Source: an optimization exercise on an open RTL-to-GDS flow (aim: small area, a short achievable clock period and few clock cycles per item). Production flows keep margins and buffers that such runs may drop.
At most, simulation tests tie the RTL to the original design; equivalence was not proved.

==> build 21 <==
Design symhash, start of the top module:
module symhash (
    input  wire         clk,
    input  wire         rst,
    input  wire         in_valid,
    output wire         in_ready,
    input  wire [1:0]   in_kind,       
    input  wire [127:0] in_src_addr,   
    input  wire [127:0] in_dst_addr,
    input  wire [15:0]  in_src_port,
    input  wire [15:0]  in_dst_port,
    input  wire         in_l4,         
    input  wire         in_frag,       
    input  wire [7:0]   in_proto,
    input  wire [15:0]  in_etype,
    input  wire [11:0]  in_vid,
    input  wire [63:0]  in_udf,        
    input  wire [4:0]   in_cfg,        
    input  wire [31:0]  in_seed,       
    output wire         out_valid,
    input  wire         out_ready,
    output wire [31:0]  out_hash
);
export LEC_CHECK = 0
export CAP_MARGIN = 40
export CORE_MARGIN = 2
export CORE_UTILIZATION = 40
export PLACE_DENSITY = 0.55
export SETUP_SLACK_MARGIN = 1.5
export SLEW_MARGIN = 40
create_clock -name core_clock -period 8.0 [get_ports {clk}]
standard.sh (not shown) runs the stock make flow with config.mk's settings and CLKGATE_MAP_FILE= SYNTH_SCRIPT=/design/flow/synth_recipe.tcl, a recipe that flattens the netlist after the stock synthesis.
==> flow/flow/run.sh <==
#!/bin/bash
# Own layout flow: the standard flow with two changes.
#  - After the standard synthesis, each 3-input XOR/XNOR cell is rewritten as
#    two 2-input cells (flow/split3.py), which take less area; registers and
#    every other cell stay as synthesis made them.
#  - The port buffers are buf_2 cells instead of ORFS's default choice.
# Each step's output goes to a log file of its own in this folder.
set -euo pipefail
export BUFFER_PORTS_ARGS="-buffer_cell sky130_fd_sc_hd__buf_2"
R=orfs/results/sky130hd/symhash/base
bash standard.sh synth > synth.log 2>&1
python3 flow/split3.py $R/1_2_yosys.v $R/1_2_yosys_split.v > split3.log 2>&1
mv $R/1_2_yosys_split.v $R/1_2_yosys.v
rm -f $R/1_synth.odb $R/1_synth.sdc
bash standard.sh > layout.log 2>&1
==> flow/flow/split3.py <==
#!/usr/bin/env python3
"""Rewrite a gate-level netlist: each 3-input XOR/XNOR cell becomes two 2-input
cells (xor2 then xor2/xnor2), which together take less area than the 3-input cell.
usage: split3.py in.v out.v"""
import re, sys
src = open(sys.argv[1]).read()
pat = re.compile(r'^(\s*)sky130_fd_sc_hd__(xnor3|xor3)_(\d+)\s+(\S+)\s*\(\s*'
                 r'\.A\(([^()]*)\),\s*\.B\(([^()]*)\),\s*\.C\(([^()]*)\),\s*\.X\(([^()]*)\)\s*\);',
                 re.M)
wires = []
count = 0
def rep(m):
    global count
    ind, kind, _drv, name, a, b, c, x = m.groups()
    count += 1
    w = f"split3_n{count}"
    wires.append(w)
    second = "xnor2_1" if kind == "xnor3" else "xor2_1"
    outpin = "Y" if kind == "xnor3" else "X"
    return (f"{ind}sky130_fd_sc_hd__xor2_1 split3_a{count} (.A({a.strip()}), .B({b.strip()}), .X({w}));\n"
            f"{ind}sky130_fd_sc_hd__{second} split3_b{count} (.A({w}), .B({c.strip()}), .{outpin}({x.strip()}));")
out = pat.sub(rep, src)
# declare the new wires after the module header
decl = "".join(f"  wire {w};\n" for w in wires)
out = re.sub(r'(module\s+\w+\s*\([^;]*\);\n)', lambda m: m.group(1) + decl, out, count=1)
open(sys.argv[2], "w").write(out)
print(f"split3: {count} cells split", file=sys.stderr)
==> build 42 (differences from build 21) <==
==> flow/flow/run.sh (replaced) <==
#!/bin/bash
# Own layout flow: the standard flow, with the port buffers made from
# buf_2 cells instead of ORFS's default choice. Each step's output is logged.
set -euo pipefail
export BUFFER_PORTS_ARGS="-buffer_cell sky130_fd_sc_hd__buf_2"
bash standard.sh synth > synth.log 2>&1
bash standard.sh > layout.log 2>&1
Settings changed: CAP_MARGIN 40 to 20, SLEW_MARGIN 40 to 20.
removed: flow/flow/split3.py
==> qor summary <==
quantity	build 42	build 21
Netlist Area Pre-Place	0.0593 sq mm	0.0583 sq mm
Cell area after placement	0.0657 sq mm	0.0650 sq mm
Outcome	complete, but fails checks	aborted with a tool error
Failing step	-	global routing (5_1_grt)
Reasons for failing layout checks	capacitance limit, slew limit	-
Max H-tree Level	4	4
CTS buffer count	17	17
Worst Setup Slack post-DPL	0.955 ns	1.18 ns
Die extent in y	389 um	386 um
Number of gates given a new drive strength after cts	7	5
Estimated wirelength of the detail-placed design	406 mm	394 mm
Net count after synthesis	7559	7759
Number of hold buffers added after cts	0	0
Port-buffer cells	466	466
Initial cell density of the core	0.402	0.402
# rows	141	140
Final estimated routing congestion in global placement	1.23	1.29
Max Root-Sink Buffers	2	2
Count of yosys warnings during synthesis	1	1
Mean instance size in the synthesized netlist	8.32 sq um	7.95 sq um
Buffer type at the clock tree root	clkbuf_16	clkbuf_16
Post-Syn Instances	7125	7325
Placed Cells	9475	9626
Number of buffers added for setup after CTS	4	0
Num ports	467	467
Die extent in x	389 um	386 um
Testbench counts of build 21, summed over its fixed seeds: cycles 2,408, items 2,400.
Testbench counts of build 42, summed over its fixed seeds: cycles 2,408, items 2,400.

* * *

==> inputs of run B <==
symhash, a different RTL version from the one above (not shown whole).
Settings: LEC_CHECK=0, CAP_MARGIN=20, CORE_MARGIN=2, CORE_UTILIZATION=50, PLACE_DENSITY=0.65, SETUP_SLACK_MARGIN=1.5, SLEW_MARGIN=20; clock period 8.0 ns.
run.sh (not shown) runs the stock make flow with config.mk's settings and CLKGATE_MAP_FILE= SYNTH_SCRIPT=/design/flow/synth_recipe.tcl, a recipe that flattens the netlist after the stock synthesis.
Stock flow here: none of the scripts above is used.
==> run E (differences from run B) <==
--- a/flow/design.v
+++ b/flow/design.v
@@ -28,42 +28,42 @@
     wire is_ipv4 = (in_kind == KIND_IPV4);
     wire is_ipv6 = (in_kind == KIND_IPV6);
     wire is_err  = (in_kind == KIND_ERR);
     wire [127:0] src_a = is_ipv6 ? in_src_addr :
                          is_ipv4 ? {96'd0, in_src_addr[31:0]} :
-                                   {80'd0, in_src_addr[47:0]};
+                         is_l2   ? {80'd0, in_src_addr[47:0]} : 128'd0;
     wire [127:0] dst_a = is_ipv6 ? in_dst_addr :
                          is_ipv4 ? {96'd0, in_dst_addr[31:0]} :
-                                   {80'd0, in_dst_addr[47:0]};
+                         is_l2   ? {80'd0, in_dst_addr[47:0]} : 128'd0;
     wire use_ports = !is_l2 && in_cfg[0] && in_l4 && !in_frag;
     wire [15:0] src_p = use_ports ? in_src_port : 16'd0;
     wire [15:0] dst_p = use_ports ? in_dst_port : 16'd0;
-    function [1:0] cmp_lt_eq;           
+    function [1:0] cmp_lt_gt;           
         input [127:0] d;
         input [127:0] s;
-        reg [127:0] lt_v, eq_v;
+        reg [127:0] lt_v, gt_v;
         integer lv, j;
         begin
             lt_v = ~d & s;
-            eq_v = ~(d ^ s);
+            gt_v = d & ~s;
             for (lv = 64; lv >= 1; lv = lv / 2)
                 for (j = 0; j < lv; j = j + 1) begin
-                    lt_v[j] = lt_v[2*j+1] | (eq_v[2*j+1] & lt_v[2*j]);
-                    eq_v[j] = eq_v[2*j+1] & eq_v[2*j];
+                    lt_v[j] = lt_v[2*j+1] | (~gt_v[2*j+1] & lt_v[2*j]);
+                    gt_v[j] = gt_v[2*j+1] | (~lt_v[2*j+1] & gt_v[2*j]);
                 end
-            cmp_lt_eq = {lt_v[0], eq_v[0]};
+            cmp_lt_gt = {lt_v[0], gt_v[0]};
         end
     endfunction
-    wire [1:0] c_hi = cmp_lt_eq({48'd0, in_dst_addr[127:48]}, {48'd0, in_src_addr[127:48]});
-    wire [1:0] c_md = cmp_lt_eq({112'd0, in_dst_addr[47:32]}, {112'd0, in_src_addr[47:32]});
-    wire [1:0] c_lo = cmp_lt_eq({96'd0, in_dst_addr[31:0]},   {96'd0, in_src_addr[31:0]});
-    wire [1:0] c_pt = cmp_lt_eq({112'd0, in_dst_port},        {112'd0, in_src_port});
+    wire [1:0] c_hi = cmp_lt_gt({48'd0, in_dst_addr[127:48]}, {48'd0, in_src_addr[127:48]});
+    wire [1:0] c_md = cmp_lt_gt({112'd0, in_dst_addr[47:32]}, {112'd0, in_src_addr[47:32]});
+    wire [1:0] c_lo = cmp_lt_gt({96'd0, in_dst_addr[31:0]},   {96'd0, in_src_addr[31:0]});
+    wire [1:0] c_pt = cmp_lt_gt({112'd0, in_dst_port},        {112'd0, in_src_port});
     wire lt_pt  = use_ports & c_pt[1];
-    wire lt_lop = c_lo[1] | (c_lo[0] & lt_pt);
-    wire lt_md2 = c_md[1] | (c_md[0] & c_lo[1]);
-    wire lt_md6 = c_md[1] | (c_md[0] & lt_lop);
-    wire swap = is_ipv6 ? (c_hi[1] | (c_hi[0] & lt_md6)) :
+    wire lt_lop = c_lo[1] | (~c_lo[0] & lt_pt);
+    wire lt_md2 = c_md[1] | (~c_md[0] & c_lo[1]);
+    wire lt_md6 = c_md[1] | (~c_md[0] & lt_lop);
+    wire swap = is_ipv6 ? (c_hi[1] | (~c_hi[0] & lt_md6)) :
                 is_ipv4 ? lt_lop : lt_md2;
     wire [143:0] ks = {src_a, src_p};
     wire [143:0] kd = {dst_a, dst_p};
     wire [31:0] seed_b = {in_seed[7:0], in_seed[15:8], in_seed[23:16], in_seed[31:24]};
     function [287:0] place;
@@ -1584,49 +1584,37 @@
             tail = {tail[39:0], in_udf};
             tlen = tlen + 4'd8;
         end
     end
     reg         vld;
-    reg         err_r;
     reg [31:0]  x0_r;
     reg [103:0] w_r;
-    reg [3:0]   tl_r;
+    reg [13:0]  ts_r;      
     assign in_ready  = !vld || out_ready;
     assign out_valid = vld;
     always @(posedge clk) begin
         if (rst)
             vld <= 1'b0;
         else if (in_ready)
             vld <= in_valid;
         if (in_valid && in_ready) begin
-            err_r <= is_err;
             x0_r  <= x0;
             w_r   <= tail;
-            tl_r  <= tlen;
+            ts_r  <= is_err ? 14'd0 : (14'd1 << tlen);
         end
     end
     reg [103:0] x0_inj;
     integer e, i;
     always @(*) begin
         x0_inj = 104'd0;
         for (e = 0; e < 13; e = e + 1)
             for (i = 0; i < 4; i = i + 1)
-                if (tl_r == e + 1 + i)
-                    x0_inj[8*e +: 8] = x0_r[8*i +: 8];
-    end
-    reg [31:0] x0_rest;
-    always @(*) begin
-        case (tl_r)
-            4'd0:    x0_rest = x0_r;
-            4'd1:    x0_rest = {8'd0, x0_r[31:8]};
-            4'd2:    x0_rest = {16'd0, x0_r[31:16]};
-            4'd3:    x0_rest = {24'd0, x0_r[31:24]};
-            default: x0_rest = 32'd0;
-        endcase
-        if (err_r)
-            x0_rest = 32'd0;
+                if (e + 1 + i <= 13)
+                    x0_inj[8*e +: 8] = x0_inj[8*e +: 8] | ({8{ts_r[e + 1 + i]}} & x0_r[8*i +: 8]);
     end
+    wire [31:0] x0_rest = ({32{ts_r[0]}} & x0_r) | ({32{ts_r[1]}} & {8'd0, x0_r[31:8]}) |
+                          ({32{ts_r[2]}} & {16'd0, x0_r[31:16]}) | ({32{ts_r[3]}} & {24'd0, x0_r[31:24]});
     wire [103:0] hin = w_r ^ x0_inj;
     wire [31:0]  hx;
     wire [260:0] nh_t;
     assign nh_t[0] = hin[15] ^ hin[24];
     assign nh_t[1] = hin[23] ^ hin[30];
- CORE_UTILIZATION: 50 -> 42
- PLACE_DENSITY: 0.65 -> 0.6
- SETUP_SLACK_MARGIN: 1.5 -> 3.0
==> run D (differences from run B) <==
- CORE_UTILIZATION: 50 -> 35
- PLACE_DENSITY: 0.65 -> 0.55
- SETUP_SLACK_MARGIN: 1.5 -> unset
==> run X (differences from run B) <==
--- a/flow/design.v
+++ b/flow/design.v
@@ -28,42 +28,42 @@
     wire is_ipv4 = (in_kind == KIND_IPV4);
     wire is_ipv6 = (in_kind == KIND_IPV6);
     wire is_err  = (in_kind == KIND_ERR);
     wire [127:0] src_a = is_ipv6 ? in_src_addr :
                          is_ipv4 ? {96'd0, in_src_addr[31:0]} :
-                                   {80'd0, in_src_addr[47:0]};
+                         is_l2   ? {80'd0, in_src_addr[47:0]} : 128'd0;
     wire [127:0] dst_a = is_ipv6 ? in_dst_addr :
                          is_ipv4 ? {96'd0, in_dst_addr[31:0]} :
-                                   {80'd0, in_dst_addr[47:0]};
+                         is_l2   ? {80'd0, in_dst_addr[47:0]} : 128'd0;
     wire use_ports = !is_l2 && in_cfg[0] && in_l4 && !in_frag;
     wire [15:0] src_p = use_ports ? in_src_port : 16'd0;
     wire [15:0] dst_p = use_ports ? in_dst_port : 16'd0;
-    function [1:0] cmp_lt_eq;           
+    function [1:0] cmp_lt_gt;           
         input [127:0] d;
         input [127:0] s;
-        reg [127:0] lt_v, eq_v;
+        reg [127:0] lt_v, gt_v;
         integer lv, j;
         begin
             lt_v = ~d & s;
-            eq_v = ~(d ^ s);
+            gt_v = d & ~s;
             for (lv = 64; lv >= 1; lv = lv / 2)
                 for (j = 0; j < lv; j = j + 1) begin
-                    lt_v[j] = lt_v[2*j+1] | (eq_v[2*j+1] & lt_v[2*j]);
-                    eq_v[j] = eq_v[2*j+1] & eq_v[2*j];
+                    lt_v[j] = lt_v[2*j+1] | (~gt_v[2*j+1] & lt_v[2*j]);
+                    gt_v[j] = gt_v[2*j+1] | (~lt_v[2*j+1] & gt_v[2*j]);
                 end
-            cmp_lt_eq = {lt_v[0], eq_v[0]};
+            cmp_lt_gt = {lt_v[0], gt_v[0]};
         end
     endfunction
-    wire [1:0] c_hi = cmp_lt_eq({48'd0, in_dst_addr[127:48]}, {48'd0, in_src_addr[127:48]});
-    wire [1:0] c_md = cmp_lt_eq({112'd0, in_dst_addr[47:32]}, {112'd0, in_src_addr[47:32]});
-    wire [1:0] c_lo = cmp_lt_eq({96'd0, in_dst_addr[31:0]},   {96'd0, in_src_addr[31:0]});
-    wire [1:0] c_pt = cmp_lt_eq({112'd0, in_dst_port},        {112'd0, in_src_port});
+    wire [1:0] c_hi = cmp_lt_gt({48'd0, in_dst_addr[127:48]}, {48'd0, in_src_addr[127:48]});
+    wire [1:0] c_md = cmp_lt_gt({112'd0, in_dst_addr[47:32]}, {112'd0, in_src_addr[47:32]});
+    wire [1:0] c_lo = cmp_lt_gt({96'd0, in_dst_addr[31:0]},   {96'd0, in_src_addr[31:0]});
+    wire [1:0] c_pt = cmp_lt_gt({112'd0, in_dst_port},        {112'd0, in_src_port});
     wire lt_pt  = use_ports & c_pt[1];
-    wire lt_lop = c_lo[1] | (c_lo[0] & lt_pt);
-    wire lt_md2 = c_md[1] | (c_md[0] & c_lo[1]);
-    wire lt_md6 = c_md[1] | (c_md[0] & lt_lop);
-    wire swap = is_ipv6 ? (c_hi[1] | (c_hi[0] & lt_md6)) :
+    wire lt_lop = c_lo[1] | (~c_lo[0] & lt_pt);
+    wire lt_md2 = c_md[1] | (~c_md[0] & c_lo[1]);
+    wire lt_md6 = c_md[1] | (~c_md[0] & lt_lop);
+    wire swap = is_ipv6 ? (c_hi[1] | (~c_hi[0] & lt_md6)) :
                 is_ipv4 ? lt_lop : lt_md2;
     wire [143:0] ks = {src_a, src_p};
     wire [143:0] kd = {dst_a, dst_p};
     wire [31:0] seed_b = {in_seed[7:0], in_seed[15:8], in_seed[23:16], in_seed[31:24]};
     function [287:0] place;
@@ -1584,49 +1584,37 @@
             tail = {tail[39:0], in_udf};
             tlen = tlen + 4'd8;
         end
     end
     reg         vld;
-    reg         err_r;
     reg [31:0]  x0_r;
     reg [103:0] w_r;
-    reg [3:0]   tl_r;
+    reg [13:0]  ts_r;      
     assign in_ready  = !vld || out_ready;
     assign out_valid = vld;
     always @(posedge clk) begin
         if (rst)
             vld <= 1'b0;
         else if (in_ready)
             vld <= in_valid;
         if (in_valid && in_ready) begin
-            err_r <= is_err;
             x0_r  <= x0;
             w_r   <= tail;
-            tl_r  <= tlen;
+            ts_r  <= is_err ? 14'd0 : (14'd1 << tlen);
         end
     end
     reg [103:0] x0_inj;
     integer e, i;
     always @(*) begin
         x0_inj = 104'd0;
         for (e = 0; e < 13; e = e + 1)
             for (i = 0; i < 4; i = i + 1)
-                if (tl_r == e + 1 + i)
-                    x0_inj[8*e +: 8] = x0_r[8*i +: 8];
-    end
-    reg [31:0] x0_rest;
-    always @(*) begin
-        case (tl_r)
-            4'd0:    x0_rest = x0_r;
-            4'd1:    x0_rest = {8'd0, x0_r[31:8]};
-            4'd2:    x0_rest = {16'd0, x0_r[31:16]};
-            4'd3:    x0_rest = {24'd0, x0_r[31:24]};
-            default: x0_rest = 32'd0;
-        endcase
-        if (err_r)
-            x0_rest = 32'd0;
+                if (e + 1 + i <= 13)
+                    x0_inj[8*e +: 8] = x0_inj[8*e +: 8] | ({8{ts_r[e + 1 + i]}} & x0_r[8*i +: 8]);
     end
+    wire [31:0] x0_rest = ({32{ts_r[0]}} & x0_r) | ({32{ts_r[1]}} & {8'd0, x0_r[31:8]}) |
+                          ({32{ts_r[2]}} & {16'd0, x0_r[31:16]}) | ({32{ts_r[3]}} & {24'd0, x0_r[31:24]});
     wire [103:0] hin = w_r ^ x0_inj;
     wire [31:0]  hx;
     wire [260:0] nh_t;
     assign nh_t[0] = hin[15] ^ hin[24];
     assign nh_t[1] = hin[23] ^ hin[30];
==> flow/flow/run.sh (new file) <==
#!/bin/bash
# Own layout flow: the standard flow with two changes.
#  - After the standard synthesis, each 3-input XOR/XNOR cell is rewritten as
#    two 2-input cells (flow/split3.py), which take less area; registers and
#    every other cell stay as synthesis made them.
#  - The port buffers are buf_2 cells instead of ORFS's default choice.
# Each step's output goes to a log file of its own in this folder.
set -euo pipefail
export BUFFER_PORTS_ARGS="-buffer_cell sky130_fd_sc_hd__buf_2"
R=orfs/results/sky130hd/symhash/base
bash standard.sh synth > synth.log 2>&1
python3 flow/split3.py $R/1_2_yosys.v $R/1_2_yosys_split.v > split3.log 2>&1
mv $R/1_2_yosys_split.v $R/1_2_yosys.v
rm -f $R/1_synth.odb $R/1_synth.sdc
bash standard.sh > layout.log 2>&1
==> flow/flow/split3.py (new file) <==
#!/usr/bin/env python3
"""Rewrite a gate-level netlist: each 3-input XOR/XNOR cell becomes two 2-input
cells (xor2 then xor2/xnor2), which together take less area than the 3-input cell.
usage: split3.py in.v out.v"""
import re, sys
src = open(sys.argv[1]).read()
pat = re.compile(r'^(\s*)sky130_fd_sc_hd__(xnor3|xor3)_(\d+)\s+(\S+)\s*\(\s*'
                 r'\.A\(([^()]*)\),\s*\.B\(([^()]*)\),\s*\.C\(([^()]*)\),\s*\.X\(([^()]*)\)\s*\);',
                 re.M)
wires = []
count = 0
def rep(m):
    global count
    ind, kind, _drv, name, a, b, c, x = m.groups()
    count += 1
    w = f"split3_n{count}"
    wires.append(w)
    second = "xnor2_1" if kind == "xnor3" else "xor2_1"
    outpin = "Y" if kind == "xnor3" else "X"
    return (f"{ind}sky130_fd_sc_hd__xor2_1 split3_a{count} (.A({a.strip()}), .B({b.strip()}), .X({w}));\n"
            f"{ind}sky130_fd_sc_hd__{second} split3_b{count} (.A({w}), .B({c.strip()}), .{outpin}({x.strip()}));")
out = pat.sub(rep, src)
# declare the new wires after the module header
decl = "".join(f"  wire {w};\n" for w in wires)
out = re.sub(r'(module\s+\w+\s*\([^;]*\);\n)', lambda m: m.group(1) + decl, out, count=1)
open(sys.argv[2], "w").write(out)
print(f"split3: {count} cells split", file=sys.stderr)
==> flow/standard.sh (new file) <==
#!/bin/bash
# synth_recipe.tcl (not shown) runs the flow's synth.tcl, then flattens the netlist and writes it again
# the make line also repeats each setting of config.mk as NAME=value (left out here)
make -C /OpenROAD-flow-scripts/flow DESIGN_CONFIG=/design/flow/config.mk WORK_HOME=/design/flow/orfs CLKGATE_MAP_FILE= SYNTH_SCRIPT=/design/flow/synth_recipe.tcl "${@:-finish}"
- CAP_MARGIN: 20 -> 50
- CORE_UTILIZATION: 50 -> 32
- PLACE_DENSITY: 0.65 -> 0.48
- SETUP_SLACK_MARGIN: 1.5 -> 2.5
- SLEW_MARGIN: 20 -> 50
removed: flow/run.sh
==> summary.txt <==
Floorplan
  • Row count: 156
  • Die height: 431 microns

Global routing
  • Total gr overflow: 0
  • M1 GR Usage: around 62%
  • Met2 GRT Util: 71.9%
  • M3 GR Usage: about a third
  • GRT Util Overall: 55.3%
  • Largest net degree at the start of global routing: 108

CTS
  • Post CTS Setup Buffer Count: around 200
  • # resized after CTS: 364
  • Clock Sinks: roughly 150

Placed design
  • GP Congestion: 1.22
  • Area post-placement: 68700 sq um

Logic synthesis
  • Mapped Avg Cell Area: roughly 8.0 sq um

Status
  • Outcome: no timing/DRC/antenna violations
# the run above: run X

==> summary.txt <==
Placed design
  • Area post-placement: about 75000 sq um
  • GP Congestion: approximately 1.3

CTS
  • Post CTS Setup Buffer Count: 0
  • # resized after CTS: 0
  • Clock Sinks: 142

Status
  • Outcome: finished with violations
  • Failing Checks: negative setup slack

Floorplan
  • Row count: 155

Global routing
  • Total gr overflow: 0
  • GRT Util Overall: 56.0%
  • M1 GR Usage: between 60% and 70%
  • M3 GR Usage: 32.7%
  • Largest net degree at the start of global routing: 109

Logic synthesis
  • Mapped Avg Cell Area: a little over 9 sq um

STA
  • Final setup vio count: 1
  • Fin worst setup slack: -0.0740 ns
# the run above: run D

==> summary.txt <==
Floorplan
  • Die height: ~360 microns
  • Row count: 130

Global routing
  • Met2 GRT Util: 84.4%
  • M1 GR Usage: about three quarters
  • M3 GR Usage: 59.2%
  • GRT Util Overall: 71.9%
  • Largest net degree at the start of global routing: 91

Status
  • Last stage: global routing (5_1_grt)
  • Error msg: [ERROR GRT-0232] Routing congestion too high. Check the congestion heatmap in the GUI.
  • Outcome: stopped before the end

CTS
  • Clock Sinks: 142

Placed design
  • Area post-placement: around 70000 sq um

Logic synthesis
  • Mapped Avg Cell Area: around 9 sq um
# the run above: run B

==> summary.txt <==
Status
  • Outcome: stopped before the end
  • Last stage: global routing (5_1_grt)
  • Error msg: [ERROR GRT-0116] Global routing finished with congestion. Check the congestion regions in the DRC Viewer.

Global routing
  • Largest net degree at the start of global routing: between 150 and 200
  • Total gr overflow: 272
  • M1 GR Usage: a little under 80%
  • M3 GR Usage: between 60 and 70%
  • Met2 GRT Util: 86.3%
  • GRT Util Overall: 73.8%

CTS
  • Clock Sinks: between 150 and 200
  • # resized after CTS: 2095
  • Post CTS Setup Buffer Count: roughly 600

Floorplan
  • Initial Util: between 40% and 50%
  • Die height: 380 microns

Placed design
  • Placed cells: 9536
  • GP Congestion: 1.35
  • Area post-placement: 68700 sq um

Logic synthesis
  • Mapped Avg Cell Area: between 8 and 9 sq um
# the run above: run E

Testbench counts of run E, summed over its fixed seeds: cycles 2,408, items 2,400.
Testbench counts of run X, summed over its fixed seeds: cycles 2,408, items 2,400.
The RTL of run B and run D was laid out without a check of its function.

==> port drivers added, routing unchanged <==
The flow's constraints put no driver on any port. The routed layouts listed below were extracted and timed again, unchanged, in two steps. Step 1 (the two cells are an assumption about what drives the block):
set clk [get_ports {clk}]
set_driving_cell -lib_cell sky130_fd_sc_hd__clkbuf_16 $clk
set_driving_cell -lib_cell sky130_fd_sc_hd__buf_2 [delete_from_list [all_inputs] $clk]
Step 2 also shifts input and output timing later by t, the mid clock arrival at the registers, as if the neighbouring blocks saw the same clock. a / b / c = no drivers / after step 1 / after step 2; a / b = the first two.
| run | t, ns | setup slack, ns | worst setup path after step 2 | worst data-port slew with drivers (ns) |
|---|---|---|---|---|
| build 42 | 0.502 | 1.082 / 1.081 / 0.578 | input to register | 0.14 |
| run D | 0.504 | -0.074 / -0.060 / -0.564 | input to register | 0.18 |
| run X | 0.502 | 2.169 / 1.987 / 1.485 | input to register | 0.38 |
For run X, which loses most, drivers alone change the setup slack by -0.182 ns; drivers and shift together by -0.684 ns.
